Background: an optimization exercise with open tools, aiming at small area, a short achievable clock period and few clock cycles. Do not read the settings as production practice. At most, simulation tests tie the RTL to the original design; equivalence was not proved. The RTL of run 3 was laid out without a check of its function.

==> flow/design.v <==
module dg_lane (
    input  wire         clk,
    input  wire         rst,
    input  wire         in_valid,
    output wire         in_ready,
    input  wire [31:0]  in_data,
    input  wire         in_last,
    input  wire [2:0]   in_nbytes,
    input  wire [1:0]   in_mode,
    output wire         out_valid,
    output wire [255:0] out_digest
);
    localparam [1:0] MODE_SHA  = 2'd0;
    localparam [1:0] MODE_HMAC = 2'd1;
    localparam [1:0] MODE_KEY  = 2'd2;
    localparam [2:0] E_NONE = 3'd0;   
    localparam [2:0] E_OUT  = 3'd1;   
    localparam [2:0] E_OUTR = 3'd2;   
    localparam [2:0] E_KEYI = 3'd3;   
    localparam [2:0] E_KEYO = 3'd4;   
    localparam [1:0] I_CONT = 2'd0;
    localparam [1:0] I_IV   = 2'd1;
    localparam [1:0] I_IS   = 2'd2;
    localparam [1:0] I_OS   = 2'd3;
    localparam [1:0] H_FREE  = 2'd0;   
    localparam [1:0] H_CHAIN = 2'd1;   
    localparam [1:0] H_DIG   = 2'd2;   
    localparam [1:0] H_READY = 2'd3;   
    localparam [2:0] L_IDLE = 3'd0;   
    localparam [2:0] L_MSG  = 3'd1;   
    localparam [2:0] L_PAD  = 3'd2;   
    localparam [2:0] L_K17  = 3'd3;   
    localparam [2:0] L_OPAD = 3'd4;   
    localparam [2:0] L_OUTA = 3'd5;   
    localparam [2:0] L_OUTB = 3'd6;   
    function [31:0] rotr(input [31:0] x, input integer n);
        rotr = (x >> n) | (x << (32 - n));
    endfunction
    function [31:0] keep_bytes(input [31:0] d, input [2:0] n);
        case (n)
            3'd0:    keep_bytes = 32'h0;
            3'd1:    keep_bytes = {d[31:24], 24'h0};
            3'd2:    keep_bytes = {d[31:16], 16'h0};
            3'd3:    keep_bytes = {d[31:8], 8'h0};
            default: keep_bytes = d;
        endcase
    endfunction
    function [31:0] pad_byte(input [2:0] n);
        case (n)
            3'd0:    pad_byte = 32'h80000000;
            3'd1:    pad_byte = 32'h00800000;
            3'd2:    pad_byte = 32'h00008000;
            3'd3:    pad_byte = 32'h00000080;
            default: pad_byte = 32'h0;
        endcase
    endfunction
    function [31:0] bk_add(input [31:0] x, input [31:0] y);
        reg [31:0] gg, pp, G, P;
        integer lv, k;
        begin
            gg = x & y;
            pp = x ^ y;
            G = gg;
            P = pp;
            for (lv = 1; lv < 32; lv = lv * 2)
                for (k = 2 * lv - 1; k < 32; k = k + 2 * lv) begin
                    G[k] = G[k] | (P[k] & G[k - lv]);
                    P[k] = P[k] & P[k - lv];
                end
            for (lv = 8; lv >= 1; lv = lv / 2)
                for (k = 3 * lv - 1; k < 32; k = k + 2 * lv) begin
                    G[k] = G[k] | (P[k] & G[k - lv]);
                    P[k] = P[k] & P[k - lv];
                end
            bk_add = pp ^ {G[30:0], 1'b0};
        end
    endfunction
    reg [3:0]   ph;
    reg         busy;         
    reg [1:0]   q;
    reg [2:0]   cur_end;      
    reg [1:0]   hstat;
    reg         hl;           
    reg [1:0]   hsrc;
    reg         endd;         
    reg         op1, ov;
    reg         xis, xos;     
    reg         os_pend;      
    reg         mode_ok;
    reg [2:0]   lst;
    reg [1:0]   lmode;
    reg [3:0]   wslot;        
    reg         wfull;        
    reg         pv;           
    reg [1:0]   pinit;        
    reg [2:0]   pend_end;     
    reg [21:0]  bcnt;
    reg         pad80, fin;
    reg [31:0]  w  [0:15];
    reg [31:0]  kr [0:15];
    reg [31:0]  hr [0:7];
    reg [31:0]  a, b, c, e, f, g;
    reg [31:0]  Xs, Xc, Ys, Yc;   
    reg         start_r;
    wire [5:0] t     = {q, ph};
    wire       s15   = (ph == 4'd15);
    wire       t63   = busy && (t == 6'd63);
    reg        t62;           
    reg        ffw;           
    wire       ph18  = (ph != 4'd0) && (ph <= 4'd8);
    wire start = start_r;
    wire rstart  = start && !busy;           
    wire sched   = (busy && t <= 6'd46) || start;
    wire wfree   = !sched && !wfull;
    wire [3:0] cslot = ph + 4'd1;
    wire slot_ok = wfree && (cslot == wslot);
    reg rdy;
    assign in_ready = rdy;
    wire fire = in_valid && in_ready;
    wire [2:0]  nb       = in_last ? in_nbytes : 3'd4;
    wire [1:0]  cur_mode = (lst == L_IDLE) ? in_mode : lmode;
    wire [31:0] kept     = keep_bytes(in_data, nb);
    wire [31:0] msg_word = kept | pad_byte(nb);
    reg        ins;
    reg [31:0] ins_w;
    reg        k1w;           
    reg [31:0] k1v;
    always @(*) begin
        ins   = 1'b0;
        ins_w = 32'h0;
        k1w   = 1'b0;
        k1v   = 32'h0;
        case (lst)
            L_IDLE, L_MSG: begin
                ins = fire;
                if (cur_mode == MODE_KEY) begin
                    ins_w = kept ^ 32'h36363636;
                    k1w   = fire;
                    k1v   = kept;
                end else begin
                    ins_w = msg_word;
                end
            end
            L_PAD: begin
                ins = slot_ok;
                if (lmode == MODE_KEY) begin
                    ins_w = 32'h36363636;
                    k1w   = slot_ok;
                end else if (!pad80)
                    ins_w = 32'h80000000;
                else if (wslot == 4'd15 && fin)
                    ins_w = {7'd0, bcnt, 3'd0};
            end
            L_OPAD: begin
                ins   = slot_ok;
                ins_w = kr[0] ^ 32'h5c5c5c5c;
            end
            L_OUTA: begin
                ins   = slot_ok;
                ins_w = (wslot == 4'd8) ? 32'h80000000 : (wslot == 4'd15) ? 32'd768 : 32'h0;
            end
            L_OUTB: begin
                ins   = slot_ok && (hstat == H_DIG);
                ins_w = hr[{ph[1:0], 1'b0}];
            end
            default: ;
        endcase
    end
    wire wfull_set = ins && (((lst == L_MSG || lst == L_PAD || lst == L_OPAD) && wslot == 4'd15) ||
                             (lst == L_OUTB && wslot == 4'd0));
    wire start_n = (ph == 4'd14) && (wfull || wfull_set) &&
                   ((pinit == I_CONT) ? ((busy && q == 2'd3 && cur_end == E_NONE) ||
                                         (!busy && hstat == H_CHAIN))
                                      : (!busy && hstat == H_READY));
    reg [5:0] kix;
    localparam [2047:0] KTAB = {
        32'hc67178f2, 32'hbef9a3f7, 32'ha4506ceb, 32'h90befffa,
        32'h8cc70208, 32'h84c87814, 32'h78a5636f, 32'h748f82ee,
        32'h682e6ff3, 32'h5b9cca4f, 32'h4ed8aa4a, 32'h391c0cb3,
        32'h34b0bcb5, 32'h2748774c, 32'h1e376c08, 32'h19a4c116,
        32'h106aa070, 32'hf40e3585, 32'hd6990624, 32'hd192e819,
        32'hc76c51a3, 32'hc24b8b70, 32'ha81a664b, 32'ha2bfe8a1,
        32'h92722c85, 32'h81c2c92e, 32'h766a0abb, 32'h650a7354,
        32'h53380d13, 32'h4d2c6dfc, 32'h2e1b2138, 32'h27b70a85,
        32'h14292967, 32'h06ca6351, 32'hd5a79147, 32'hc6e00bf3,
        32'hbf597fc7, 32'hb00327c8, 32'ha831c66d, 32'h983e5152,
        32'h76f988da, 32'h5cb0a9dc, 32'h4a7484aa, 32'h2de92c6f,
        32'h240ca1cc, 32'h0fc19dc6, 32'hefbe4786, 32'he49b69c1,
        32'hc19bf174, 32'h9bdc06a7, 32'h80deb1fe, 32'h72be5d74,
        32'h550c7dc3, 32'h243185be, 32'h12835b01, 32'hd807aa98,
        32'hab1c5ed5, 32'h923f82a4, 32'h59f111f1, 32'h3956c25b,
        32'he9b5dba5, 32'hb5c0fbcf, 32'h71374491, 32'h428a2f98
    };
    wire [31:0] kt = KTAB[{kix, 5'd0} +: 32];
    reg [31:0] ivw;
    always @(*) begin
        case (ph[2:0])
            3'd1:    ivw = 32'h5be0cd19;
            3'd2:    ivw = 32'h1f83d9ab;
            3'd3:    ivw = 32'h9b05688c;
            3'd4:    ivw = 32'h510e527f;
            3'd5:    ivw = 32'ha54ff53a;
            3'd6:    ivw = 32'h3c6ef372;
            3'd7:    ivw = 32'hbb67ae85;
            default: ivw = 32'h6a09e667;
        endcase
    end
    wire [31:0] s1 = rotr(e, 6) ^ rotr(e, 11) ^ rotr(e, 25);
    wire [31:0] s0 = rotr(a, 2) ^ rotr(a, 13) ^ rotr(a, 22);
    wire [31:0] ch = (e & f) ^ (~e & g);
    wire [31:0] mj = (a & b) ^ (a & c) ^ (b & c);
    wire [31:0] a1s = Ys ^ Yc ^ ch;
    wire [31:0] a1c = {((Ys & Yc) | (Ys & ch) | (Yc & ch)), 1'b0};
    wire [31:0] a2s = s0 ^ s1 ^ mj;
    wire [31:0] a2c = {((s0 & s1) | (s0 & mj) | (s1 & mj)), 1'b0};
    wire [31:0] a3s = a1s ^ a1c ^ a2s;
    wire [31:0] a3c = {((a1s & a1c) | (a1s & a2s) | (a1c & a2s)), 1'b0};
    wire [31:0] a4s = a3s ^ a3c ^ a2c;
    wire [31:0] a4c = {((a3s & a3c) | (a3s & a2c) | (a3c & a2c)), 1'b0};
    wire [31:0] a_new = a4s + a4c;
    wire [31:0] e1s = Xs ^ Xc ^ ch;
    wire [31:0] e1c = {((Xs & Xc) | (Xs & ch) | (Xc & ch)), 1'b0};
    wire [31:0] e2s = e1s ^ e1c ^ s1;
    wire [31:0] e2c = {((e1s & e1c) | (e1s & s1) | (e1c & s1)), 1'b0};
    wire [31:0] e_new = e2s + e2c;
    wire [31:0] ss0   = rotr(w[1], 7) ^ rotr(w[1], 18) ^ (w[1] >> 3);
    wire [31:0] ss1   = rotr(w[14], 17) ^ rotr(w[14], 19) ^ (w[14] >> 10);
    wire [31:0] sc1s  = ss1 ^ w[9] ^ w[0];
    wire [31:0] sc1c  = {((ss1 & w[9]) | (ss1 & w[0]) | (w[9] & w[0])), 1'b0};
    wire [31:0] sc2s  = sc1s ^ sc1c ^ ss0;
    wire [31:0] sc2c  = {((sc1s & sc1c) | (sc1s & ss0) | (sc1c & ss0)), 1'b0};
    wire [31:0] wnext = bk_add(sc2s, sc2c);
    wire [31:0] xa = start ? hr[1] : c;
    wire [31:0] yb = start ? hr[5] : g;
    wire [31:0] xr = t62 ? hr[1] : 32'h0;
    wire [31:0] yr = t62 ? hr[5] : 32'h0;
    wire [31:0] p1s = yb ^ kt ^ w[0];
    wire [31:0] p1c = {((yb & kt) | (yb & w[0]) | (kt & w[0])), 1'b0};
    wire [31:0] Ysn = p1s ^ p1c ^ yr;
    wire [31:0] Ycn = {((p1s & p1c) | (p1s & yr) | (p1c & yr)), 1'b0};
    wire [31:0] p2s = p1s ^ p1c ^ xa;
    wire [31:0] p2c = {((p1s & p1c) | (p1s & xa) | (p1c & xa)), 1'b0};
    wire [31:0] Xsn = p2s ^ p2c ^ xr;
    wire [31:0] Xcn = {((p2s & p2c) | (p2s & xr) | (p2c & xr)), 1'b0};
    wire [31:0] hsrc_w = (hsrc == I_IS) ? kr[0] : (hsrc == I_OS) ? kr[8] : ivw;
    wire [31:0] ha = endd ? 32'h0 : hr[7];
    wire [31:0] aa = (ffw || endd) ? a : 32'h0;
    wire [31:0] add_a = bk_add(ha, aa);
    wire [31:0] he = endd ? 32'h0 : hr[3];
    wire [31:0] ee = (ffw || endd) ? e : 32'h0;
    wire [31:0] add_e = bk_add(he, ee);
    integer i;
    always @(posedge clk) begin
        a <= rstart ? hr[6] : a_new;
        b <= start ? add_a : a;
        c <= start ? hr[0] : b;
        e <= rstart ? hr[2] : e_new;
        f <= start ? add_e : e;
        g <= start ? hr[4] : f;
        Xs <= Xsn;
        Xc <= Xcn;
        Ys <= Ysn;
        Yc <= Ycn;
        for (i = 0; i < 15; i = i + 1)
            w[i] <= w[i + 1];
        w[15] <= sched ? wnext : ins ? ins_w : w[0];
        for (i = 1; i < 8; i = i + 1)
            if (i != 4) hr[i] <= hr[i - 1];
        hr[0] <= hl ? hsrc_w : add_a;
        hr[4] <= add_e;
        for (i = 0; i < 15; i = i + 1)
            if (i != 7) kr[i] <= kr[i + 1];
        kr[7]  <= (xos && ph18) ? hr[7] : kr[8];
        kr[15] <= (xis && ph18) ? hr[7] : k1w ? k1v : kr[0];
    end
    assign out_valid = ov;
    assign out_digest = {hr[0], hr[1], hr[2], hr[3], hr[4], hr[5], hr[6], hr[7]};
    reg [3:0] ph_n;
    reg  start_r_n;
    reg  mode_ok_n;
    reg  t62_n;
    reg  ffw_n;
    reg  busy_n;
    reg [1:0] q_n;
    reg [2:0] cur_end_n;
    reg [1:0] hstat_n;
    reg  hl_n;
    reg [1:0] hsrc_n;
    reg  endd_n;
    reg  op1_n;
    reg  ov_n;
    reg  xis_n;
    reg  xos_n;
    reg  os_pend_n;
    reg [2:0] lst_n;
    reg [1:0] lmode_n;
    reg [3:0] wslot_n;
    reg  wfull_n;
    reg  pv_n;
    reg [1:0] pinit_n;
    reg [2:0] pend_end_n;
    reg [21:0] bcnt_n;
    reg  pad80_n;
    reg  fin_n;
    always @(*) begin
        ph_n = ph;
        start_r_n = start_r;
        mode_ok_n = mode_ok;
        t62_n = t62;
        ffw_n = ffw;
        busy_n = busy;
        q_n = q;
        cur_end_n = cur_end;
        hstat_n = hstat;
        hl_n = hl;
        hsrc_n = hsrc;
        endd_n = endd;
        op1_n = op1;
        ov_n = ov;
        xis_n = xis;
        xos_n = xos;
        os_pend_n = os_pend;
        lst_n = lst;
        lmode_n = lmode;
        wslot_n = wslot;
        wfull_n = wfull;
        pv_n = pv;
        pinit_n = pinit;
        pend_end_n = pend_end;
        bcnt_n = bcnt;
        pad80_n = pad80;
        fin_n = fin;
        ph_n   = ph + 4'd1;
        start_r_n = start_n;
        mode_ok_n = in_valid && !fire && (in_mode != MODE_KEY);
        t62_n     = busy && q == 2'd3 && ph == 4'd13;
        ffw_n     = busy && q == 2'd3 && (ph == 4'd12 || ph == 4'd13 || ph == 4'd14);
        endd_n = t63;
        op1_n  = t63 && (cur_end == E_OUT);
        ov_n   = op1;
        case (lst)
            L_IDLE: if (fire) begin
                lmode_n = in_mode;
                pv_n    = 1'b1;
                pinit_n = (in_mode == MODE_HMAC) ? I_IS : I_IV;
                bcnt_n  = ((in_mode == MODE_HMAC) ? 22'd64 : 22'd0) + {19'd0, nb};
                fin_n   = 1'b0;
                wslot_n = 4'd1;
                if (in_mode == MODE_KEY) os_pend_n = 1'b1;
                if (in_last) begin
                    pad80_n = (nb != 3'd4);
                    lst_n   = L_PAD;
                end else begin
                    pad80_n = 1'b0;
                    lst_n   = L_MSG;
                end
            end
            L_MSG: if (fire) begin
                bcnt_n  = bcnt + {19'd0, nb};
                wslot_n = wslot + 4'd1;
                if (wslot == 4'd0) begin
                    pv_n    = 1'b1;
                    pinit_n = I_CONT;
                end
                if (wslot == 4'd15) begin
                    wfull_n    = 1'b1;
                    pend_end_n = (lmode == MODE_KEY) ? E_KEYI : E_NONE;
                end
                if (in_last) begin
                    pad80_n = (nb != 3'd4);
                    lst_n   = (lmode == MODE_KEY && wslot == 4'd15) ? L_OPAD : L_PAD;
                end else if (lmode == MODE_KEY && wslot == 4'd15) begin
                    lst_n = L_K17;
                end
            end
            L_PAD: if (ins) begin
                wslot_n = wslot + 4'd1;
                if (wslot == 4'd0) begin
                    pv_n    = 1'b1;
                    pinit_n = I_CONT;
                end
                if (lmode == MODE_KEY) begin
                    if (wslot == 4'd15) begin
                        wfull_n    = 1'b1;
                        pend_end_n = E_KEYI;
                        lst_n      = L_OPAD;
                    end
                end else begin
                    pad80_n = 1'b1;
                    if (wslot == 4'd14) fin_n = pad80;
                    if (wslot == 4'd15) begin
                        wfull_n = 1'b1;
                        if (fin) begin
                            if (lmode == MODE_HMAC) begin
                                pend_end_n = E_OUTR;
                                lst_n      = L_OUTA;
                                wslot_n    = 4'd8;
                            end else begin
                                pend_end_n = E_OUT;
                                lst_n      = L_IDLE;
                            end
                        end else begin
                            pend_end_n = E_NONE;
                        end
                    end
                end
            end
            L_K17: if (fire) lst_n = L_OPAD;
            L_OPAD: if (ins) begin
                wslot_n = wslot + 4'd1;
                if (wslot == 4'd0) begin
                    pv_n    = 1'b1;
                    pinit_n = I_IV;
                end
                if (wslot == 4'd15) begin
                    wfull_n    = 1'b1;
                    pend_end_n = E_KEYO;
                    lst_n      = L_IDLE;
                end
            end
            L_OUTA: if (ins) begin
                wslot_n = wslot + 4'd1;
                if (wslot == 4'd8) begin
                    pv_n    = 1'b1;
                    pinit_n = I_OS;
                end
                if (wslot == 4'd15) begin
                    wslot_n = 4'd1;
                    lst_n   = L_OUTB;
                end
            end
            L_OUTB: if (ins) begin
                wslot_n = wslot + 4'd1;
                if (wslot == 4'd7) wslot_n = 4'd0;
                if (wslot == 4'd0) begin
                    wfull_n    = 1'b1;
                    pend_end_n = E_OUT;
                    hstat_n    = H_FREE;
                    lst_n      = L_IDLE;
                end
            end
            default: lst_n = L_IDLE;
        endcase
        if (s15) begin
            if (start) begin
                busy_n    = 1'b1;
                q_n       = 2'd0;
                cur_end_n = pend_end;
                wfull_n   = 1'b0;
                pv_n      = 1'b0;
            end else if (busy && q != 2'd3) begin
                q_n = q + 2'd1;
            end else begin
                busy_n = 1'b0;
            end
        end
        if (t63) begin
            case (cur_end)
                E_OUT:  hstat_n = H_FREE;
                E_OUTR: hstat_n = H_DIG;
                E_KEYI: begin hstat_n = H_FREE; xis_n = 1'b1; end
                E_KEYO: begin hstat_n = H_FREE; xos_n = 1'b1; end
                default: ;
            endcase
        end
        if (start) hstat_n = H_CHAIN;
        if (ph == 4'd0 && !busy && hstat == H_FREE && pv && pinit != I_CONT) begin
            hl_n   = 1'b1;
            hsrc_n = pinit;
        end
        if (ph == 4'd8) begin
            hl_n  = 1'b0;
            if (hl) hstat_n = H_READY;
            xis_n = 1'b0;
            xos_n = 1'b0;
            if (xos) os_pend_n = 1'b0;
        end
    end
    wire sched_n = (busy_n && {q_n, ph_n} <= 6'd46) || start_r_n;
    wire wfree_n = !sched_n && !wfull_n;
    wire [3:0] cslot_n = ph_n + 4'd1;
    wire rdy_n = (lst_n == L_IDLE) ? (wfree_n && ph_n == 4'd15 && (!os_pend_n || mode_ok_n)) :
                 (lst_n == L_MSG)  ? (wfree_n && cslot_n == wslot_n) :
                 (lst_n == L_K17);
    always @(posedge clk) begin
        if (rst) begin
            ph <= 4'd0;
            start_r <= 1'b0;
            mode_ok <= 1'b0;
            t62 <= 1'b0;
            ffw <= 1'b0;
            busy <= 1'b0;
            q <= 2'd3;
            cur_end <= E_NONE;
            hstat <= H_FREE;
            hl <= 1'b0;
            hsrc <= I_IV;
            endd <= 1'b0;
            op1 <= 1'b0;
            ov <= 1'b0;
            xis <= 1'b0;
            xos <= 1'b0;
            os_pend <= 1'b0;
            lst <= L_IDLE;
            lmode <= MODE_SHA;
            wslot <= 4'd0;
            wfull <= 1'b0;
            pv <= 1'b0;
            pinit <= I_CONT;
            pend_end <= E_NONE;
            bcnt <= 22'd0;
            pad80 <= 1'b0;
            fin <= 1'b0;
            rdy      <= 1'b0;
            kix      <= 6'd49;
        end else begin
            ph <= ph_n;
            start_r <= start_r_n;
            mode_ok <= mode_ok_n;
            t62 <= t62_n;
            ffw <= ffw_n;
            busy <= busy_n;
            q <= q_n;
            cur_end <= cur_end_n;
            hstat <= hstat_n;
            hl <= hl_n;
            hsrc <= hsrc_n;
            endd <= endd_n;
            op1 <= op1_n;
            ov <= ov_n;
            xis <= xis_n;
            xos <= xos_n;
            os_pend <= os_pend_n;
            lst <= lst_n;
            lmode <= lmode_n;
            wslot <= wslot_n;
            wfull <= wfull_n;
            pv <= pv_n;
            pinit <= pinit_n;
            pend_end <= pend_end_n;
            bcnt <= bcnt_n;
            pad80 <= pad80_n;
            fin <= fin_n;
            rdy      <= rdy_n;
            kix      <= {q_n, ph_n} + 6'd1;
        end
    end
endmodule
==> flow/constraint.sdc <==
create_clock -name core_clock -period 10.0 [get_ports {clk}]
set_input_delay 2.0000 -clock core_clock [delete_from_list [all_inputs] [get_ports {clk}]]
set_output_delay 2.0000 -clock core_clock [all_outputs]
set_load 0.01 [all_outputs]
==> flow/run.sh <==
#!/bin/bash
# synth_recipe.tcl (not shown) runs the flow's synth.tcl, then flattens the netlist and writes it again
# the make line also repeats each setting of config.mk as NAME=value (left out here)
make -C /OpenROAD-flow-scripts/flow DESIGN_CONFIG=/design/flow/config.mk WORK_HOME=/design/flow/orfs CLKGATE_MAP_FILE= SYNTH_SCRIPT=/design/flow/synth_recipe.tcl finish
==> flow/config.mk <==
export PLATFORM = sky130hd
export DESIGN_NAME = dg_lane
export DESIGN_NICKNAME = dg_lane
export VERILOG_FILES = /design/flow/design.v
export SDC_FILE = /design/flow/constraint.sdc
export NUM_CORES = 4
export LEC_CHECK = 0
export ABC_AREA = 1
export CAP_MARGIN = 20
export CORE_MARGIN = 2
export CORE_UTILIZATION = 60
export PLACE_DENSITY = 0.7
export SETUP_SLACK_MARGIN = 5
export SLEW_MARGIN = 20
==> impl_metrics.py, run 1 <==
metrics = {
    "critical_path": {
        "worst-path-max-fanout": 14,
        "path_class": "reg -> reg",
        "end_kind": "flop",
        "required_ps": 10690,
        "cp_common_cell": "inv_1",
        "start_kind": "flop",
        "slowest_stage": "nor2_1",
        "path_cells": "buf_4, inv_1, ha_1, inv_1, nor2_1, o21ai_0, o21ai_0, o221ai_1, nand2_1, inv_1, fa_1, inv_1, fa_1, fa_1, inv_1",
        "cpLargestDelayFamily": "adder cells",
        "max_stage_delay_ps": 550,
        "crit_buf_inv": 6,
        "cp.arrival_ps": 5700,
    },
    "route": {
        "first_iter_violations": 6799,
        "route.detailed.drc": 0,
        "final_antenna_net_count": 0,
        "firstDrtPassIters": 8,
        "routed_wirelength_um": 255000,
        "vias_per_cell": 5.96,
        "wl_per_cell_um": 29.5,
        "vias": 51528,
    },
    "logic_synthesis": {
        "syn_nets": 7464,
        "synth_area_um2": 66000,
        "synthFlopType": "dfxtp_1",
        "yosysUniqueCellTypes": 65,
        "async_flop_share_pct": 0,
        "seq_area_frac_synth_pct": 50.6,
        "syn-mean-instance-area_um2": 9.71,
        "synth_cells": 6800,
        "synth-edff-count": 0,
        "yosys_warnings": 4,
        "synth_seq_cells": 1669,
    },
    "layout": {
        "fillers": 7901,
        "final_cells": 8650,
        "area_delta_synth_final_pct": 16.2,
        "nNetsFinal": 7760,
        "layout-drive-gt1-share_pct": 7.08,
    },
    "floorplanning": {
        "rows": 121,
        "initial_utilization_pct": 60.6,
        "io_pins": 299,
        "dieWidth_um": 336,
        "core_um2": 109000,
        "die_h_um": 336,
        "die_area_um2": 113000,
    },
    "clock_network": {
        "cts_tree": "done",
        "clockBufferDepth": 3,
        "root_buffer": "clkbuf_16",
        "clock-sinks": 1669,
        "cts_made_buffers": 158,
        "clk_latency_ps": 810,
        "clk_pin_slew_ps": 60,
        "holdBufCountCts": 0,
        "cts_max_level": 4,
    },
    "sta": {
        "slew_headroom_pct": 19.2,
        "skew_ps": 76.0,
        "rsz0062_at_grt": "yes",
        "finalSetupTns_ps": 0,
        "finalMaxSlewViolations": 0,
        "period_share_pct": 50.1,
        "fmax_ghz": 0.200,
        "final_hold_viol_count": 0,
        "tightestPinTransition_ps": 1210,
        "fin_crit_ps": 5010,
        "setup_viol": 0,
    },
    "placement": {
        "gp_congestion": 1.08,
        "placement.io_buffers": 298,
        "dp.cells": 8332,
        "hpwl_um": 193000,
    },
    "grt": {
        "use_met2_pct": 65.5,
        "use_met1_pct": 58.7,
        "track_usage_pct": 44.7,
        "grt_overflow": 0,
        "grt.met3_usage_pct": 13.1,
        "grt_pass1_wl_um": 355000,
        "grt_pass1_vias": 50449,
        "grt-busiest-layer": "met2",
        "antenna_found_initial": 16,
        "grt_max_degree": 85,
    },
    "hold_path": {
        "hold_path.class": "reg -> reg",
    },
    "outcome": {
        "status": "complete, no violations",
    },
    "run": {
        "cap_violations": 0,
    },
}
-- worst paths after layout --
| path | startpoint | end | slack [ps] | cells after the start |
|---|---|---|---|---|
| setup reg to reg | kix[1] | Xs[23] | 4990 | 15 |
| hold reg to reg | kr[1][18] | kr[0][18] | 270 | 0 |
| hold / removal | kr[1][18] | kr[0][18] | 270 | 0 |
| setup / recovery | kix[1] | Xs[23] | 4990 | 15 |
-- cells in the final DEF, fill, tap and decap left out, types with 30 or more instances in the layout --
cell,Yosys,layout
mux2i_1,30,30
dfxtp_2,0,46
clkdlybuf4s50_1,0,298
buf_4,1,73
nor3_1,45,44
dfxtp_1,1669,1611
nand2_1,1128,1120
ha_1,208,202
fa_1,415,414
a31oi_1,67,67
nand4_1,37,37
clkbuf_16,0,158
inv_1,972,971
xnor2_1,183,174
o211ai_1,59,59
nor2_1,411,407
nand3_1,146,142
xor2_1,170,153
a21oi_1,229,227
o21ai_0,517,503
-- cell usage after synthesis, types with 14 or more instances --
master    instances  area, um^2
dfxtp_1        1669       33400
nand2_1        1128        4230
inv_1           972        3650
o21ai_0         517        2590
fa_1            415        8310
nor2_1          411        1540
a21oi_1         229        1150
clkbuf_1        213         800
ha_1            208        2600
xnor2_1         183        1600
xor2_1          170        1490
nand3_1         146         731
a31oi_1          67         419
o211ai_1         59         443
nor3_1           45         225
nand4_1          37         231
mux2i_1          30         300
a211oi_1         24         180
a221oi_1         24         210
a22oi_1          23         173
o221ai_1         21         184
o31ai_1          14         105
-- layer usage --
metal | wire [um] | share of wire [%] | vias up
met5 | 50 | 0.020 | -
met4 | 18600 | 7.3 | 10
li1 | - | - | 22051
met1 | 95700 | 38 | 24999
met3 | 32900 | 13 | 843
met2 | 108000 | 42 | 3625
-- sequential cells by signal (all words and copies together) (netlist names), 3 cells and up --
signal,cells
c,32
w,512
kix,6
b,32
bcnt,22
Ys,32
wslot,4
cur_end,3
Xc,31
Yc,31
hr,256
pend_end,3
a,32
ph,4
g,32
f,32
kr,512
e,32
lst,3
Xs,32
-- area by class of cell --
| type | count | area, um^2 | area share [%] |
|---|---|---|---|
| antenna | 8 | 20.0 | 0.0261 |
| clock buffer | 208 | 4420 | 5.77 |
| clock inverter | 84 | 1290 | 1.68 |
| inverter | 982 | 3690 | 4.82 |
| multi-input combinational | 3909 | 28400 | 37.0 |
| sequential | 1669 | 33500 | 43.7 |
| tap | 1414 | 1770 | 2.31 |
| timing repair buffer | 376 | 3600 | 4.70 |
-- per-stage QoR --
| step | util (%) | hold WS (ps) | instance area (um^2) | setup WS (ps) |
|---|---|---|---|---|
| CTS | 69.9 | 269 | 76200 | 4890 |
| global route | 70.3 | 276 | 76700 | 4930 |
| detailed placement | 64.5 | 312 | 70300 | 4410 |
| finish | 70.4 | 274 | 76700 | 4990 |
| floorplan | - | 310 | 66000 | 5410 |
| global placement | 64.5 | 309 | 70300 | 4400 |
-- kinds of logic (layout without fill, tap and decap cells) --
kind of cell | Yosys count | after routing | synth area share (%)
other cells | 0 | 8 | 0
mux | 30 | 30 | 0.455
buf+inv | 1222 | 1650 | 7.02
simple gates | 1819 | 1819 | 11.2
flops | 1669 | 1669 | 50.6
xor+xnor | 353 | 353 | 4.68
compound gates | 1084 | 1084 | 9.52
fa+ha+maj | 623 | 623 | 16.5
-- repair_timing --
| item | in CTS | in global routing |
|---|---|---|
| pin swaps | 1 | 18 |
| endpoints found under the setup margin | 25 | 46 |
| resized for setup | 49 | 90 |
| hold endpoints to repair | 0 | 0 |
| buffers inserted | 2 | 16 |
Testbench counts, summed over its fixed seeds: cycles 160,840.
==> run 2: changes to the inputs <==
--- a/flow/config.mk
+++ b/flow/config.mk
@@ -8,7 +8,7 @@
 export ABC_AREA = 1
 export CAP_MARGIN = 20
 export CORE_MARGIN = 2
-export CORE_UTILIZATION = 60
-export PLACE_DENSITY = 0.7
-export SETUP_SLACK_MARGIN = 5
+export CORE_UTILIZATION = 50
+export PLACE_DENSITY = 0.6
+export SETUP_SLACK_MARGIN = 4.5
 export SLEW_MARGIN = 20
==> impl_metrics.py, run 2 <==
metrics = {
    "grt": {
        "grt_max_degree": 64,
        "antenna_found_initial": 21,
        "grt_pass1_wl_um": 353000,
        "track_usage_pct": 37.2,
        "grt_pass1_vias": 47778,
        "grt_overflow": 0,
    },
    "sta": {
        "skew_ps": 72.0,
        "final_hold_viol_count": 0,
        "rsz0062_at_grt": "yes",
        "hold_slack_ps": 277,
        "finalMaxSlewViolations": 0,
        "tightestPinTransition_ps": 1220,
        "setup_viol": 0,
        "finalSetupTns_ps": 0,
        "slew_headroom_pct": 18.5,
        "period_share_pct": 52.9,
        "fmax_ghz": 0.189,
        "fin_crit_ps": 5290,
        "setup_slack_ps": 4710,
    },
    "logic_synthesis": {
        "synth_top_family_by_area": "adder cells",
        "synth_common_cells": "dfxtp_1, nand2_1, inv_1, o21ai_0, fa_1",
        "synth_seq_cells": 1669,
        "syn_nets": 7464,
        "synthFlopType": "dfxtp_1",
        "synthMuxAreaShare_pct": 0.455,
        "synth-edff-count": 0,
        "yosysMostFrequentCell": "dfxtp_1",
        "synth_compound_area_share_pct": 9.52,
        "syn-mean-instance-area_um2": 9.71,
        "yosysUniqueCellTypes": 65,
        "yosys_warnings": 4,
        "synth_top_cells_by_area": "dfxtp_1, fa_1, nand2_1",
        "yosysTopAreaCellShare_pct": 50.6,
        "synth_fa_ha_area_share_pct": 16.5,
        "synth_cells": 6800,
        "synth_area_um2": 66000,
        "async_flop_share_pct": 0,
        "synth_xor_area_share_pct": 4.68,
        "synth_top_area_cell": "dfxtp_1",
        "synth-simple-area-share_pct": 11.2,
        "seq_area_frac_synth_pct": 50.6,
    },
    "clock_network": {
        "clk_latency_ps": 830,
        "cts_max_level": 4,
        "cts_made_buffers": 167,
        "holdBufCountCts": 0,
        "clockBufferDepth": 3,
        "clock-sinks": 1669,
        "clk_pin_slew_ps": 60,
        "root_buffer": "clkbuf_16",
        "cts_tree": "done",
    },
    "critical_path": {
        "crit_buf_inv": 3,
        "cpLargestDelayFamily": "adder cells",
        "path_class": "reg -> reg",
        "path_cells": "xnor2_1, xor2_1, fa_1, inv_1, fa_1, inv_1, fa_1, inv_1, ha_1, nand3_1, nand2_1, nand3_1, nand3b_1, nand2_1, nand2_1, a21boi_1, o21ai_1, a21boi_0, o21ai_1, nand2_1, nand3_1, nand3_1, nand2_1",
        "required_ps": 10660,
        "start_kind": "flop",
        "cp.arrival_ps": 5950,
        "max_stage_delay_ps": 540,
        "worst-path-max-fanout": 6,
        "cp_common_cell": "nand2_1",
        "slowest_stage": "fa_1",
        "worstReg2RegStart": "e[14]",
        "end_kind": "flop",
        "cp-startpoint": "e[14]",
    },
    "placement": {
        "placement.io_buffers": 298,
        "dp.cells": 8674,
        "hpwl_um": 201000,
        "place_ws_ps": 4210,
        "gp_congestion": 1.05,
    },
    "floorplanning": {
        "dieWidth_um": 367,
        "die_area_um2": 135000,
        "core_um2": 131000,
        "initial_utilization_pct": 50.3,
        "rows": 133,
        "io_pins": 299,
        "die_h_um": 367,
    },
    "layout": {
        "layout-drive-gt1-share_pct": 5.98,
        "fillers": 11397,
        "nNetsFinal": 7756,
        "area_delta_synth_final_pct": 16.7,
        "mostFrequentLayoutCells": "dfxtp_1, nand2_1, inv_1",
        "post-route-util_pct": 58.6,
        "final_cells": 8994,
        "reg_top3": "kr: 512 flops, w: 512 flops, hr: 256 flops",
        "layout_commonest_cell": "dfxtp_1",
    },
    "route": {
        "final_antenna_net_count": 0,
        "routed_wirelength_um": 253000,
        "vias": 49422,
        "route.detailed.drc": 0,
        "firstDrtPassIters": 6,
        "wl_per_cell_um": 28.1,
        "vias_per_cell": 5.49,
        "first_iter_violations": 5419,
    },
    "hold_path": {
        "min-delay-start": "kr[4][30]",
        "hold_path.class": "reg -> reg",
    },
    "outcome": {
        "status": "complete, no violations",
    },
    "run": {
        "cap_violations": 0,
    },
}
-- run 2: cell counts after synthesis --
No cell type changed its count.
-- run 2: cell families (layout without fill, tap and decap cells) --
logic type      Yosys count  after routing
simple gates           1819           1819
flops                  1669           1669
buf+inv                1222           1652
compound gates         1084           1084
fa+ha+maj               623            623
xor+xnor                353            353
mux                      30             30
other cells               0              9
-- run 2: final cells by class --
class | instances | area (um^2) | area share [%]
tap | 1755 | 2200 | 2.85
clock inverter | 83 | 1370 | 1.77
inverter | 982 | 3690 | 4.79
sequential | 1669 | 33400 | 43.4
clock buffer | 224 | 4730 | 6.15
timing repair buffer | 363 | 3500 | 4.54
antenna | 9 | 22.5 | 0.0292
multi-input combinational | 3909 | 28100 | 36.4
-- run 2: layer usage --
metal	track usage (%)	up-vias	wire length (um)
met3	6.60	488	23000
met2	56.7	2490	111000
met5	0	-	64
met4	16.9	10	13200
met1	51.6	24330	106000
li1	-	22104	-
-- run 2: worst paths after layout --
kind	to	slack, ps	cells after the start
worst max-delay path	a[27]	4710	23
worst min-delay path	kr[3][30]	280	0
worst max register to register	a[27]	4710	23
worst min register to register	kr[3][30]	280	0
-- run 2: timing repair --
item                                   in CTS  in global routing
setup buffers                               0                  3
gates cloned                                0                  1
pin swaps                                   0                  1
resized for setup                           3                 21
setup endpoints to repair                   6                 16
endpoints found under the hold margin       0                  0
-- run 2: through the flow --
| stage | instance area (um^2) |
|---|---|
| 6_report | 77000 |
| 3_5_place_dp | 70800 |
| 4_1_cts | 76900 |
| 3_3_place_gp | 70800 |
| 2_1_floorplan | 66000 |
| 5_1_grt | 77000 |
==> run 3: changes to the inputs <==
--- a/flow/design.v
+++ b/flow/design.v
@@ -111,9 +111,8 @@
     wire start = start_r;
     wire rstart  = start && !busy;           
     wire sched   = (busy && t <= 6'd46) || start;
-    wire wfree   = !sched && !wfull;
-    wire [3:0] cslot = ph + 4'd1;
-    wire slot_ok = wfree && (cslot == wslot);
+    reg  slot_r;
+    wire slot_ok = slot_r;
     reg rdy;
     assign in_ready = rdy;
     wire fire = in_valid && in_ready;
@@ -172,7 +171,7 @@
                    ((pinit == I_CONT) ? ((busy && q == 2'd3 && cur_end == E_NONE) ||
                                          (!busy && hstat == H_CHAIN))
                                       : (!busy && hstat == H_READY));
-    reg [5:0] kix;
+    reg [31:0] Kr;
     localparam [2047:0] KTAB = {
         32'hc67178f2, 32'hbef9a3f7, 32'ha4506ceb, 32'h90befffa,
         32'h8cc70208, 32'h84c87814, 32'h78a5636f, 32'h748f82ee,
@@ -191,7 +190,7 @@
         32'hab1c5ed5, 32'h923f82a4, 32'h59f111f1, 32'h3956c25b,
         32'he9b5dba5, 32'hb5c0fbcf, 32'h71374491, 32'h428a2f98
     };
-    wire [31:0] kt = KTAB[{kix, 5'd0} +: 32];
+    wire [31:0] kt = Kr;
     reg [31:0] ivw;
     always @(*) begin
         case (ph[2:0])
@@ -482,6 +481,9 @@
     wire rdy_n = (lst_n == L_IDLE) ? (wfree_n && ph_n == 4'd15 && (!os_pend_n || mode_ok_n)) :
                  (lst_n == L_MSG)  ? (wfree_n && cslot_n == wslot_n) :
                  (lst_n == L_K17);
+    wire [5:0] kix_n = {q_n, ph_n} + 6'd1;
+    always @(posedge clk)
+        Kr <= KTAB[{kix_n, 5'd0} +: 32];
     always @(posedge clk) begin
         if (rst) begin
             ph <= 4'd0;
@@ -512,7 +514,7 @@
             pad80 <= 1'b0;
             fin <= 1'b0;
             rdy      <= 1'b0;
-            kix      <= 6'd49;
+            slot_r   <= 1'b0;
         end else begin
             ph <= ph_n;
             start_r <= start_r_n;
@@ -542,7 +544,7 @@
             pad80 <= pad80_n;
             fin <= fin_n;
             rdy      <= rdy_n;
-            kix      <= {q_n, ph_n} + 6'd1;
+            slot_r   <= wfree_n && (cslot_n == wslot_n);
         end
     end
 endmodule
==> flow/flow/run.sh (new file) <==
#!/bin/bash
# The standard layout (the standard.sh, standard synthesis included), except
# that the input and output port buffers are sky130_fd_sc_hd__buf_1 cells
# instead of the resizer's default choice.
set -euo pipefail
export BUFFER_PORTS_ARGS="-buffer_cell sky130_fd_sc_hd__buf_1"
bash standard.sh synth > synth.log 2>&1
bash standard.sh finish > finish.log 2>&1
==> flow/standard.sh (new file) <==
#!/bin/bash
# synth_recipe.tcl (not shown) runs the flow's synth.tcl, then flattens the netlist and writes it again
# the make line also repeats each setting of config.mk as NAME=value (left out here)
make -C /OpenROAD-flow-scripts/flow DESIGN_CONFIG=/design/flow/config.mk WORK_HOME=/design/flow/orfs CLKGATE_MAP_FILE= SYNTH_SCRIPT=/design/flow/synth_recipe.tcl "${@:-finish}"
--- a/flow/config.mk
+++ b/flow/config.mk
@@ -8,7 +8,7 @@
 export ABC_AREA = 1
 export CAP_MARGIN = 20
 export CORE_MARGIN = 2
-export CORE_UTILIZATION = 50
-export PLACE_DENSITY = 0.6
-export SETUP_SLACK_MARGIN = 4.5
+export CORE_UTILIZATION = 60
+export PLACE_DENSITY = 0.7
+export SETUP_SLACK_MARGIN = 5
 export SLEW_MARGIN = 20
removed: flow/run.sh
==> impl_metrics.py, run 3 <==
metrics = {
    "layout": {
        "nNetsFinal": 7804,
        "fillers": 8509,
        "area_delta_synth_final_pct": 12.5,
        "mostFrequentLayoutCells": "dfxtp_1, nand2_1, inv_1",
        "reg_top3": "kr: 512 flops, w: 512 flops, hr: 256 flops",
        "layout_commonest_cell": "dfxtp_1",
        "layout-drive-gt1-share_pct": 5.78,
        "stdcell_area_um2": 75000,
    },
    "clock_network": {
        "holdBufCountCts": 0,
        "root_buffer": "clkbuf_16",
        "clock-sinks": 1696,
        "clk_pin_slew_ps": 70,
        "cts_made_buffers": 161,
        "clk_latency_ps": 820,
        "clockBufferDepth": 3,
        "cts_tree": "done",
        "cts_max_level": 4,
    },
    "critical_path": {
        "required_ps": 10610,
        "reg2reg_slack_ps": 5110,
        "path_class": "reg -> reg",
        "path_cells": "xnor2_1, xor2_1, fa_1, inv_1, fa_1, fa_1, ha_1, nand2_1, o21ai_0, a21oi_1, o21ai_0, buf_4, a21oi_1, xor2_1, o21ai_0",
        "cp.arrival_ps": 5500,
        "slowest_stage": "dfxtp_1",
        "reg2reg_to": "a[19]",
        "end_kind": "flop",
        "max_stage_delay_ps": 650,
        "worst-path-max-fanout": 5,
        "cp-startpoint": "e[2]",
        "worstReg2RegStart": "e[2]",
        "start_kind": "flop",
        "r2r_cells": 15,
        "endpoint": "a[19]",
    },
    "logic_synthesis": {
        "synthFlopType": "dfxtp_1",
        "yosysTopAreaCellShare_pct": 50.9,
        "synth_common_cells": "dfxtp_1, nand2_1, inv_1, o21ai_0, nor2_1",
        "synth_top_cells_by_area": "dfxtp_1, fa_1, nand2_1",
        "syn-mean-instance-area_um2": 9.70,
        "synth_cells": 6876,
        "seq_area_frac_synth_pct": 50.9,
        "syn_nets": 7530,
        "synth_area_um2": 66700,
        "synth-edff-count": 0,
        "async_flop_share_pct": 0,
        "yosys_warnings": 4,
        "synth_seq_cells": 1696,
        "yosysMostFrequentCell": "dfxtp_1",
        "synth_top_area_cell": "dfxtp_1",
        "yosysUniqueCellTypes": 68,
    },
    "grt": {
        "use_met1_pct": 54.7,
        "grt_overflow": 0,
        "grt_pass1_vias": 50419,
        "grt_max_degree": 78,
        "grt-busiest-layer": "met2",
        "grt.met3_usage_pct": 12.0,
        "grt_pass1_wl_um": 357000,
        "track_usage_pct": 44.7,
        "use_met2_pct": 68.1,
        "antenna_found_initial": 20,
    },
    "route": {
        "route.detailed.drc": 0,
        "wl_per_cell_um": 29.1,
        "routed_wirelength_um": 255000,
        "vias_per_cell": 5.86,
        "final_antenna_net_count": 0,
        "first_iter_violations": 6766,
        "vias": 51399,
        "firstDrtPassIters": 7,
    },
    "sta": {
        "fin_crit_ps": 4890,
        "tightestPinTransition_ps": 1180,
        "finalSetupTns_ps": 0,
        "rsz0062_at_grt": "yes",
        "fmax_ghz": 0.204,
        "period_share_pct": 48.9,
        "skew_ps": 61.4,
        "finalMaxSlewViolations": 0,
        "final_hold_viol_count": 0,
        "setup_viol": 0,
        "slew_headroom_pct": 20.8,
    },
    "placement": {
        "placed_area_um2": 69200,
        "hpwl_um": 198000,
        "placement.io_buffers": 298,
        "gp_congestion": 1.05,
    },
    "floorplanning": {
        "die_h_um": 337,
        "die_area_um2": 114000,
        "io_pins": 299,
        "dieWidth_um": 337,
        "core_um2": 111000,
        "initial_utilization_pct": 60.4,
        "rows": 122,
    },
    "hold_path": {
        "hold_path.class": "reg -> reg",
    },
    "run": {
        "cap_violations": 0,
    },
    "outcome": {
        "status": "complete, no violations",
    },
}
## run 3: cell count changes after synthesis, sizes merged, moves of 16 or more
cell,delta
nand2,+76
o21ai,-52
nand3,+49
inv,-29
mux2i,+29
dfxtp,+27
a22oi,-21
o211ai,+18
buf,+17
clkbuf,-16
## run 3: kinds of logic (layout without fill, tap and decap cells)
group,count (synthesis),count (layout),synth area share [%]
and+or+nand+nor,1939,1939,11.7
DFF,1696,1696,50.9
buffers and inverters,1192,1597,6.82
AOI/OAI and AO/OA,1023,1023,8.86
adders and majority gates,613,613,16.2
xor gates and xnor gates,353,353,4.66
muxes,60,60,0.902
other,0,9,0
## run 3: worst min path at each step
stage          slack [ps]        to  depth (start not counted)      from
3_5_place_dp          310  w[6][15]                          0  w[7][15]
5_1_grt               300  w[6][12]                          0  w[7][12]
4_1_cts               290  w[6][12]                          0  w[7][12]
6_report              290  w[6][12]                          0  w[7][12]
2_1_floorplan         310  kr[0][0]                          0  kr[1][0]
3_3_place_gp          310  w[2][27]                          0  w[3][27]
## run 3: timing repair
action	in CTS	in global routing
gates resized for setup	19	33
pin swaps	3	5
setup buffers	0	4
setup endpoints to repair	9	16
## run 3: layout make-up
cell class | instances | area, um^2 | area share [%]
Inverter | 951 | 3570 | 4.76
Tap cell | 1488 | 1860 | 2.48
Timing Repair Buffer | 352 | 1530 | 2.04
Antenna cell | 9 | 22.5 | 0.0300
Clock inverter | 69 | 1030 | 1.38
Multi-Input combinational cell | 3988 | 28500 | 38.0
Clock buffer | 225 | 4530 | 6.04
Sequential cell | 1696 | 34000 | 45.3
## run 3: routing by layer
layer	vias to the layer above	routed length (um)
met3	951	28400
met1	24834	92600
met5	-	129
met2	3367	111000
met4	18	23200
li1	22229	-
## run 3: through the flow
stage / setup WS (ps) / utilization [%] / hold slack, ps / cells
global route: 4860 / 67.9 / 300 / 8769
finish: 5110 / 67.9 / 293 / 8778
detailed placement: 4790 / 62.6 / 312 / 8471
CTS: 5000 / 67.7 / 286 / 8765
global placement: 4740 / 62.6 / 310 / 8471
floorplan: 5600 / - / 310 / 6876
## run 3: critical path, delay by kind of cell, from the launching register on
family / cells / cell delay, ps
and+or+nand+nor: 1 / 180
adders and majority gates: 4 / 1800
buffers and inverters: 2 / 270
DFF: 1 / 650
xor gates and xnor gates: 3 / 1110
AOI/OAI and AO/OA: 5 / 700
==> run 4: changes to the inputs <==
--- a/flow/design.v
+++ b/flow/design.v
@@ -94,7 +94,8 @@
     reg         pv;           
     reg [1:0]   pinit;        
     reg [2:0]   pend_end;     
-    reg [21:0]  bcnt;
+    reg [19:0]  wc;           
+    reg [1:0]   lnb;          
     reg         pad80, fin;
     reg [31:0]  w  [0:15];
     reg [31:0]  kr [0:15];
@@ -148,7 +149,7 @@
                 end else if (!pad80)
                     ins_w = 32'h80000000;
                 else if (wslot == 4'd15 && fin)
-                    ins_w = {7'd0, bcnt, 3'd0};
+                    ins_w = {7'd0, wc, lnb, 3'd0};
             end
             L_OPAD: begin
                 ins   = slot_ok;
@@ -221,7 +222,7 @@
     wire [31:0] e1c = {((Xs & Xc) | (Xs & ch) | (Xc & ch)), 1'b0};
     wire [31:0] e2s = e1s ^ e1c ^ s1;
     wire [31:0] e2c = {((e1s & e1c) | (e1s & s1) | (e1c & s1)), 1'b0};
-    wire [31:0] e_new = e2s + e2c;
+    wire [31:0] e_new = bk_add(e2s, e2c);
     wire [31:0] ss0   = rotr(w[1], 7) ^ rotr(w[1], 18) ^ (w[1] >> 3);
     wire [31:0] ss1   = rotr(w[14], 17) ^ rotr(w[14], 19) ^ (w[14] >> 10);
     wire [31:0] sc1s  = ss1 ^ w[9] ^ w[0];
@@ -298,7 +299,8 @@
     reg  pv_n;
     reg [1:0] pinit_n;
     reg [2:0] pend_end_n;
-    reg [21:0] bcnt_n;
+    reg [19:0] wc_n;
+    reg [1:0] lnb_n;
     reg  pad80_n;
     reg  fin_n;
     always @(*) begin
@@ -326,7 +328,8 @@
         pv_n = pv;
         pinit_n = pinit;
         pend_end_n = pend_end;
-        bcnt_n = bcnt;
+        wc_n = wc;
+        lnb_n = lnb;
         pad80_n = pad80;
         fin_n = fin;
         ph_n   = ph + 4'd1;
@@ -342,7 +345,8 @@
                 lmode_n = in_mode;
                 pv_n    = 1'b1;
                 pinit_n = (in_mode == MODE_HMAC) ? I_IS : I_IV;
-                bcnt_n  = ((in_mode == MODE_HMAC) ? 22'd64 : 22'd0) + {19'd0, nb};
+                wc_n    = ((in_mode == MODE_HMAC) ? 20'd16 : 20'd0) + {19'd0, nb[2]};
+                lnb_n   = nb[1:0];
                 fin_n   = 1'b0;
                 wslot_n = 4'd1;
                 if (in_mode == MODE_KEY) os_pend_n = 1'b1;
@@ -355,7 +359,8 @@
                 end
             end
             L_MSG: if (fire) begin
-                bcnt_n  = bcnt + {19'd0, nb};
+                wc_n    = wc + {19'd0, nb[2]};
+                lnb_n   = nb[1:0];
                 wslot_n = wslot + 4'd1;
                 if (wslot == 4'd0) begin
                     pv_n    = 1'b1;
@@ -510,7 +515,8 @@
             pv <= 1'b0;
             pinit <= I_CONT;
             pend_end <= E_NONE;
-            bcnt <= 22'd0;
+            wc <= 20'd0;
+            lnb <= 2'd0;
             pad80 <= 1'b0;
             fin <= 1'b0;
             rdy      <= 1'b0;
@@ -540,7 +546,8 @@
             pv <= pv_n;
             pinit <= pinit_n;
             pend_end <= pend_end_n;
-            bcnt <= bcnt_n;
+            wc <= wc_n;
+            lnb <= lnb_n;
             pad80 <= pad80_n;
             fin <= fin_n;
             rdy      <= rdy_n;
==> flow/run.sh (new file) <==
#!/bin/bash
# synth_recipe.tcl (not shown) runs the flow's synth.tcl, then flattens the netlist and writes it again
# the make line also repeats each setting of config.mk as NAME=value (left out here)
make -C /OpenROAD-flow-scripts/flow DESIGN_CONFIG=/design/flow/config.mk WORK_HOME=/design/flow/orfs CLKGATE_MAP_FILE= SYNTH_SCRIPT=/design/flow/synth_recipe.tcl finish
removed: flow/flow/run.sh
removed: flow/standard.sh
==> impl_metrics.py, run 4 <==
metrics = {
    "layout": {
        "mostFrequentLayoutCells": "dfxtp_1, nand2_1, inv_1",
        "ff_latch_area_um2": 34000,
        "fillers": 8107,
        "area_delta_synth_final_pct": 15.9,
        "multiInputGateArea_um2": 28400,
        "reg_top3": "kr: 512 flops, w: 512 flops, hr: 256 flops",
        "nNetsFinal": 7701,
        "layout_commonest_cell": "dfxtp_1",
        "layout-drive-gt1-share_pct": 7.14,
    },
    "critical_path": {
        "worst-path-max-fanout": 5,
        "required_ps": 10590,
        "endpoint": "a[25]",
        "path_class": "reg -> reg",
        "cp-startpoint": "e[28]",
        "worstReg2RegStart": "e[28]",
        "r2r_cells": 14,
        "end_kind": "flop",
        "max_stage_delay_ps": 750,
        "reg2reg_slack_ps": 4920,
        "start_kind": "flop",
        "reg2reg_to": "a[25]",
        "slowest_stage": "dfxtp_1",
        "cp.arrival_ps": 5670,
        "path_cells": "xor2_2, fa_1, inv_1, fa_1, fa_1, ha_1, nand2_1, nor2_1, inv_1, nor2_1, nand3_1, nand3_1, nor2_1, o31ai_2",
    },
    "route": {
        "final_antenna_net_count": 0,
        "routed_wirelength_um": 260000,
        "wl_per_cell_um": 29.9,
        "vias": 51166,
        "route.detailed.drc": 0,
        "vias_per_cell": 5.90,
        "first_iter_violations": 6559,
        "firstDrtPassIters": 8,
    },
    "sta": {
        "finalSetupTns_ps": 0,
        "setup_slack_ps": 4920,
        "fin_crit_ps": 5080,
        "tightestPinTransition_ps": 1300,
        "rsz0062_at_grt": "yes",
        "skew_ps": 68.8,
        "finalMaxSlewViolations": 0,
        "final_hold_viol_count": 0,
        "period_share_pct": 50.8,
        "slew_headroom_pct": 13.3,
        "fmax_ghz": 0.197,
        "setup_viol": 0,
    },
    "logic_synthesis": {
        "synth_seq_cells": 1696,
        "yosysTopAreaCellShare_pct": 51.1,
        "seq_area_frac_synth_pct": 51.1,
        "yosysUniqueCellTypes": 69,
        "syn_nets": 7419,
        "async_flop_share_pct": 0,
        "synth_area_um2": 66500,
        "synth-edff-count": 0,
        "synth_top_cells_by_area": "dfxtp_1, fa_1, nand2_1",
        "synth_common_cells": "dfxtp_1, nand2_1, inv_1, o21ai_0, fa_1",
        "synthFlopType": "dfxtp_1",
        "syn-mean-instance-area_um2": 9.85,
        "yosys_warnings": 4,
        "synth_top_area_cell": "dfxtp_1",
        "yosysMostFrequentCell": "dfxtp_1",
        "synth_cells": 6754,
    },
    "floorplanning": {
        "rows": 122,
        "io_pins": 299,
        "die_h_um": 337,
        "dieWidth_um": 337,
        "initial_utilization_pct": 60.3,
        "core_um2": 110000,
        "die_area_um2": 114000,
    },
    "clock_network": {
        "cts_tree": "done",
        "clk_latency_ps": 820,
        "clock-sinks": 1696,
        "clockBufferDepth": 3,
        "cts_max_level": 4,
        "cts_made_buffers": 160,
        "root_buffer": "clkbuf_16",
        "clk_pin_slew_ps": 70,
    },
    "run": {
        "cap_violations": 0,
    },
    "placement": {
        "placement.io_buffers": 298,
        "place_ws_ps": 4190,
        "hpwl_um": 198000,
        "gp_congestion": 1.11,
    },
    "outcome": {
        "status": "complete, no violations",
    },
    "grt": {
        "antenna_found_initial": 27,
        "grt_max_degree": 148,
        "grt_overflow": 0,
        "track_usage_pct": 45.8,
        "grt_pass1_wl_um": 361000,
        "grt_pass1_vias": 50462,
    },
    "hold_path": {
        "hold_path.class": "reg -> reg",
    },
}
==> run 4: cell type report <==
cell class,instances,area share [%]
Clock inverter,86,1.73
Tap cell,1488,2.42
Multi-Input combinational cell,3878,36.8
Inverter,938,4.60
Clock buffer,207,5.71
Timing Repair Buffer,362,4.52
Antenna cell,17,0.0552
Sequential cell,1696,44.2
==> run 4: worst min path at each step <==
stage | to | cells past startpoint | startpoint | slack (ps)
2_1_floorplan | kr[0][0] | 0 | kr[1][0] | 310
3_3_place_gp | w[2][25] | 0 | w[3][25] | 310
3_5_place_dp | w[1][16] | 0 | w[2][16] | 310
4_1_cts | kr[14][23] | 0 | kr[15][23] | 290
5_1_grt | kr[11][14] | 0 | kr[12][14] | 310
6_report | kr[11][14] | 0 | kr[12][14] | 290
==> run 4: kinds of logic after synthesis <==
group	Yosys count	share of synthesized area [%]
flip-flops	1696	51.1
AND/OR/NAND/NOR	1869	11.5
adder cells (fa/ha/maj)	624	16.6
AO/OA/AOI/OAI	976	8.42
buffers and inverters	1180	6.91
XOR/XNOR	349	4.62
multiplexers	60	0.905
==> run 4: worst max-delay path, delay by kind of cell (launching register included) <==
family,cells,cell delay [ps]
AO/OA/AOI/OAI,1,500
XOR/XNOR,1,310
adder cells (fa/ha/maj),4,2040
buffers and inverters,2,160
flip-flops,1,750
AND/OR/NAND/NOR,6,1100
==> run 4: timing repair <==
action | CTS | global route
hold buffers | 0 | 0
endpoints found under the setup margin | 41 | 26
gates cloned | 0 | 0
gates resized for setup | 56 | 59
pin swaps | 1 | 8
buffers inserted | 4 | 13
==> run 4: through the flow <==
| step | cell area, um^2 | hold slack (ps) | std cells | utilization (%) |
|---|---|---|---|---|
| 2_1_floorplan | 66500 | 310 | 6754 | - |
| 3_3_place_gp | 70700 | 309 | 8344 | 64.1 |
| 3_5_place_dp | 70700 | 312 | 8345 | 64.1 |
| 4_1_cts | 76700 | 290 | 8642 | 69.5 |
| 5_1_grt | 77000 | 306 | 8657 | 69.8 |
| 6_report | 77100 | 287 | 8672 | 69.8 |
==> run 4: metal layers <==
layer  part of all wire (%)  up-vias  track usage (%)
li1                       -    21823                -
met3                     12      929             13.8
met5                  0.054        -                0
met1                     37    24909             57.1
met2                     43     3489             67.9
met4                    8.7       16             32.3
Testbench counts of run 4, summed over its fixed seeds: cycles 160,840.
==> run 5: changes to the inputs <==
--- a/flow/config.mk
+++ b/flow/config.mk
@@ -9,6 +9,8 @@
 export CAP_MARGIN = 20
 export CORE_MARGIN = 2
 export CORE_UTILIZATION = 60
+export CTS_CLUSTER_DIAMETER = 100
+export CTS_CLUSTER_SIZE = 25
 export PLACE_DENSITY = 0.7
 export SETUP_SLACK_MARGIN = 5
 export SLEW_MARGIN = 20
==> impl_metrics.py, run 5 <==
metrics = {
    "outcome": {
        "status": "complete, no violations",
    },
    "critical_path": {
        "start_kind": "flop",
        "required_ps": 10620,
        "path_class": "reg -> reg",
        "reg2reg_slack_ps": 4940,
        "path_cells": "buf_4, inv_2, ha_2, inv_1, buf_4, nand4_1, o211ai_1, o21ai_0, a221oi_1, nand2_1, o211ai_1, nand2_1",
        "max_stage_delay_ps": 1060,
        "r2r_cells": 12,
        "end_kind": "flop",
        "slowest_stage": "a221oi_1",
        "worst-path-max-fanout": 32,
        "cp.arrival_ps": 5680,
    },
    "layout": {
        "reg_top3": "kr: 512 flops, w: 512 flops, hr: 256 flops",
        "multiInputGateArea_um2": 28400,
        "fillers": 8614,
        "layout-drive-gt1-share_pct": 4.68,
        "nNetsFinal": 7617,
        "area_delta_synth_final_pct": 10.6,
        "layout_commonest_cell": "dfxtp_1",
        "ff_latch_area_um2": 34000,
        "mostFrequentLayoutCells": "dfxtp_1, nand2_1, inv_1",
    },
    "sta": {
        "skew_ps": 31.9,
        "tightestPinTransition_ps": 1300,
        "fin_crit_ps": 5060,
        "fmax_ghz": 0.198,
        "rsz0062_at_grt": "yes",
        "finalSetupTns_ps": 0,
        "setup_viol": 0,
        "finalMaxSlewViolations": 0,
        "final_hold_viol_count": 0,
        "period_share_pct": 50.6,
        "slew_headroom_pct": 13.5,
        "setup_slack_ps": 4940,
    },
    "logic_synthesis": {
        "synth_cells": 6754,
        "synth_top_area_cell": "dfxtp_1",
        "synth_seq_cells": 1696,
        "yosysUniqueCellTypes": 69,
        "synth_top_cells_by_area": "dfxtp_1, fa_1, nand2_1",
        "syn-mean-instance-area_um2": 9.85,
        "seq_area_frac_synth_pct": 51.1,
        "synthFlopType": "dfxtp_1",
        "yosysTopAreaCellShare_pct": 51.1,
        "yosysMostFrequentCell": "dfxtp_1",
        "synth-edff-count": 0,
        "async_flop_share_pct": 0,
        "syn_nets": 7419,
        "synth_common_cells": "dfxtp_1, nand2_1, inv_1, o21ai_0, fa_1",
        "synth_area_um2": 66500,
        "yosys_warnings": 4,
    },
    "grt": {
        "track_usage_pct": 44.4,
        "grt_pass1_vias": 48690,
        "grt_pass1_wl_um": 351000,
        "antenna_found_initial": 29,
        "grt_max_degree": 148,
        "grt_overflow": 0,
    },
    "placement": {
        "placement.io_buffers": 298,
        "hpwl_um": 198000,
        "gp_congestion": 1.11,
        "place_ws_ps": 4190,
    },
    "clock_network": {
        "clockBufferDepth": 3,
        "root_buffer": "clkbuf_16",
        "clk_latency_ps": 730,
        "cts_max_level": 3,
        "clk_pin_slew_ps": 110,
        "clock-sinks": 1696,
        "cts_tree": "done",
        "cts_made_buffers": 79,
    },
    "route": {
        "first_iter_violations": 6270,
        "final_antenna_net_count": 0,
        "vias_per_cell": 5.87,
        "firstDrtPassIters": 6,
        "route.detailed.drc": 0,
        "routed_wirelength_um": 253000,
        "vias": 49690,
        "wl_per_cell_um": 29.9,
    },
    "floorplanning": {
        "core_um2": 110000,
        "initial_utilization_pct": 60.3,
        "io_pins": 299,
        "die_area_um2": 114000,
        "die_h_um": 337,
        "dieWidth_um": 337,
        "rows": 122,
    },
    "hold_path": {
        "hold_path.class": "reg -> reg",
        "hold_depth": 0,
    },
    "run": {
        "cap_violations": 0,
    },
}
## run 5: cell counts after synthesis
Identical to the previous run, type by type.
## run 5: critical path, delay by kind of cell, from the launching register on
| family | cells | cell delay, ps |
|---|---|---|
| and+or+nand+nor | 3 | 550 |
| adders and majority gates | 1 | 320 |
| DFF | 1 | 320 |
| buffers and inverters | 4 | 1890 |
| AOI/OAI and AO/OA | 4 | 1790 |
## run 5: worst paths after layout
check | start | end
hold / removal | kr[1][21] | kr[0][21]
setup / recovery | ph[0] | w[15][7]
setup reg to reg | ph[0] | w[15][7]
hold reg to reg | kr[1][21] | kr[0][21]
## run 5: logic make-up (layout without fill, tap and decap cells)
family / Yosys count / in the layout / synth area share [%]
AND/OR/NAND/NOR: 1869 / 1869 / 11.5
flip-flops: 1696 / 1696 / 51.1
buffers and inverters: 1180 / 1392 / 6.91
AO/OA/AOI/OAI: 976 / 976 / 8.42
adder cells (fa/ha/maj): 624 / 624 / 16.6
XOR/XNOR: 349 / 349 / 4.62
multiplexers: 60 / 60 / 0.905
other: 0 / 11 / 0
## run 5: layout make-up
type	count	area share, %
multi-input combinational	3878	38.6
inverter	938	4.80
antenna	11	0.0374
clock inverter	12	0.303
timing repair buffer	359	4.72
tap	1488	2.53
clock buffer	83	2.75
sequential	1696	46.3
## run 5: stage by stage
stage | cells | instance area, um^2 | utilization, % | hold slack [ps]
floorplan | 6754 | 66500 | - | 310
global placement | 8344 | 70700 | 64.1 | 309
detailed placement | 8345 | 70700 | 64.1 | 312
CTS | 8446 | 73200 | 66.4 | 305
global route | 8455 | 73500 | 66.6 | 318
finish | 8465 | 73600 | 66.6 | 311
## run 5: repair_timing
item | 4_1_cts | 5_1_grt
pin swaps | 2 | 6
endpoints found under the hold margin | 0 | 0
gates resized for setup | 60 | 52
endpoints found under the setup margin | 34 | 24
buffers inserted | 6 | 8
hold buffers | 0 | 0
## run 5: layer usage
| layer | share of wire [%] | wire length (um) | up-vias | track usage, % |
|---|---|---|---|---|
| met1 | 37 | 93700 | 24203 | 56.2 |
| met5 | 0.026 | 66 | - | 0 |
| met4 | 8.4 | 21200 | 12 | 30.5 |
| met2 | 42 | 107000 | 3146 | 65.6 |
| li1 | - | - | 21514 | - |
| met3 | 12 | 30700 | 815 | 13.1 |

==> re-timing with driven ports <==
How much do the figures lean on ideal ports? The routed layouts below were timed once more, with nothing changed but the port constraints.
Step 1 (the two cells are an assumption about what drives the block):
set clk [get_ports {clk}]
set_driving_cell -lib_cell sky130_fd_sc_hd__clkbuf_16 $clk
set_driving_cell -lib_cell sky130_fd_sc_hd__buf_2 [delete_from_list [all_inputs] $clk]
Step 2 also shifts input and output timing later by t, the mid clock arrival at the registers, as if the neighbouring blocks saw the same clock.
a / b / c = ideal ports / drivers / drivers and shift; a / b = the first two.
run	shift t [ns]	setup slack, ns	hold slack, ns	worst setup path at the end	worst data-port slew with drivers (ns)
run 1	0.854	4.994 / 4.994 / 4.339	0.274 / 0.274 / 0.274	input to register	0.05
run 2	0.879	4.713 / 4.713 / 4.407	0.277 / 0.277 / 0.277	input to register	0.05
run 3	0.873	5.108 / 5.108 / 4.695	0.293 / 0.293 / 0.293	input to register	0.07
run 4	0.864	4.922 / 4.922 / 4.470	0.287 / 0.287 / 0.287	input to register	0.20
run 5	0.795	4.942 / 4.942 / 4.465	0.311 / 0.311 / 0.311	input to register	0.19
After both steps every run listed still meets setup and hold. The setup slack of run 1, which loses most, moves by 0.000 ns with the drivers and by -0.655 ns with both steps.
